What follows belongs to an exercise in optimizing a design on an open flow for small area, a short achievable clock period and few clock cycles; a production flow would make more cautious choices. In this exercise RTL edits were held to simulation tests only and were not proved equivalent to the original.

fjord:
Design cor_convert, start of the top module:
module cor_convert (
    input  wire         clk,
    input  wire         rst,
    input  wire         in_valid,
    output wire         in_ready,
    input  wire [31:0]  in_x,
    input  wire [31:0]  in_y,
    input  wire [31:0]  in_z,
    input  wire [31:0]  in_xmin,
    input  wire [31:0]  in_ymin,
    input  wire [23:0]  in_pitch_x,
    input  wire [23:0]  in_pitch_y,
    input  wire [31:0]  in_zgain,
    output reg          rd_en,
    output reg  [5:0]   rd_i,
    output reg  [5:0]   rd_j,
    input  wire [383:0] rd_data,
    output reg          out_valid,
    output reg  [23:0]  out_cx,
    output reg  [23:0]  out_cy,
    output reg  [23:0]  out_cz,
    output reg          out_clamp,
    output reg  [2:0]   out_sat
);
Size in the first run: ~720 I/O pins, about 120000 um^2 of cells after synthesis.
==> flow/config.mk <==
export PLATFORM = sky130hd
export DESIGN_NAME = cor_convert
export DESIGN_NICKNAME = cor_convert
export VERILOG_FILES = /design/flow/design.v
export SDC_FILE = /design/flow/constraint.sdc
export NUM_CORES = 4
export LEC_CHECK = 0
export CAP_MARGIN = 20
export CORE_MARGIN = 2
export CORE_UTILIZATION = 50
export SETUP_SLACK_MARGIN = 5
export SLEW_MARGIN = 20
==> flow/constraint.sdc <==
create_clock -name core_clock -period 15.0 [get_ports {clk}]
set_input_delay 3.0000 -clock core_clock [delete_from_list [all_inputs] [get_ports {clk}]]
set_output_delay 3.0000 -clock core_clock [all_outputs]
set_load 0.01 [all_outputs]
standard.sh (not shown) runs the stock make flow with config.mk's settings and CLKGATE_MAP_FILE= SYNTH_SCRIPT=/design/flow/synth_recipe.tcl, a recipe that flattens the netlist after the stock synthesis.
==> flow/flow/run.sh <==
#!/bin/bash
set -euo pipefail
bash standard.sh SETUP_SLACK_MARGIN=11.1 \
    "BUFFER_PORTS_ARGS=-buffer_cell sky130_fd_sc_hd__buf_2" finish > standard_make.log 2>&1
Testbench counts of fjord, summed over its fixed seeds: cycles 12,488.
What yarrow does differently from fjord at the input level:
==> flow/flow/run.sh <==
#!/bin/bash
set -euo pipefail
bash standard.sh SETUP_SLACK_MARGIN=10.8 \
    "BUFFER_PORTS_ARGS=-buffer_cell sky130_fd_sc_hd__buf_2" finish > standard_make.log 2>&1
==> notes.md <==
yarrow ends up with lower total number of vias than fjord does. Of yarrow and fjord, yarrow shows the higher number of DRC markers in iteration 0, with fjord below it. Core utilization: yarrow lower than fjord. Going from fjord to yarrow, the count of cells along the worst register-to-register path was found to have gone up by 4. Number of vias per cell: yarrow higher than fjord. Cell count in yarrow is 1.1% lower than in fjord. Launch point of the critical path = fp: yarrow; launch point of the critical path = ph[0]: fjord. yarrow finished all stages; the layout is clean. Worst slack on hold paths up 0.013 ns in yarrow wrt fjord. yarrow ended up with sky130_fd_sc_hd__fa_1 as its critical-path cell with the highest stage delay; fjord ended up with sky130_fd_sc_hd__dfxtp_4. Comparing cell area for yarrow and fjord, the bigger number came from fjord. The number of clock buffers inserted by TritonCTS of yarrow exceeds that of fjord by 2.4%.
[inputs] amber vs yarrow
==> flow/flow/run.sh <==
#!/bin/bash
set -euo pipefail
bash standard.sh SETUP_SLACK_MARGIN=10.5 finish > standard_make.log 2>&1
Notes after the runs:
- yarrow ended up with more cell instances than amber did.
- amber vs yarrow — area taken by flip-flops and latches dropped slightly
- Smallest hold slack delta (amber -> yarrow): insignificant
- Compared with yarrow, in amber clock skew decreased 0.011 ns, design area moved up.
Changes in cedar relative to amber:
==> flow/flow/run.sh <==
#!/bin/bash
set -euo pipefail
bash standard.sh SETUP_SLACK_MARGIN=10.8 finish > standard_make.log 2>&1
Notes after the runs:
Changes observed in cedar relative to amber: largest stage delay on the critical path rose by 0.09 ns, register-to-register slack higher. Sort cedar and amber by placed wire-length estimate after detailed placement asc -> top: cedar. Reported for cedar and amber, per-instance average area after synthesis turned out identical to the last digit. Looking at non-clock buffer area fraction after layout across cedar and amber, the one that comes out lower is amber. Measured against each other, cedar and amber differ in minimum hold slack, the lower figure coming from cedar. cedar vs. amber: final standard cell area without fillers rose 2.0%, total routed wirelength rose about 1.2%, global-route usage rose 0.46 points.

static timing again, ports no longer ideal:
In the flow no input, the clock included, has a driving cell. The finished layouts below were timed again as built, in two steps. Step 1 assumes that a clkbuf_16 drives the clock port and a buf_2 every other input. Step 2 adds t to the input delays and takes it off the output delays; t is the mean of the earliest and latest rising clock arrival at the registers after step 1. Input paths then give back, and output paths get back, about the clock's delay inside the block. Slacks: ideal / step 1 / step 2; pairs: ideal / step 1.
| run | shift t [ns] | setup slack, ns | worst setup path at the end |
|---|---|---|---|
| fjord | 0.948 | 10.535 / 10.431 / 10.174 | input to register |
| yarrow | 0.933 | 10.502 / 10.502 / 10.035 | input to register |
| amber | 0.922 | 10.402 / 10.402 / 9.561 | input to register |
| cedar | 0.934 | 10.615 / 10.583 / 9.894 | input to register |
After both steps every run listed still meets setup and hold. The setup slack of amber, which loses most, moves by 0.000 ns with the drivers and by -0.841 ns with both steps.
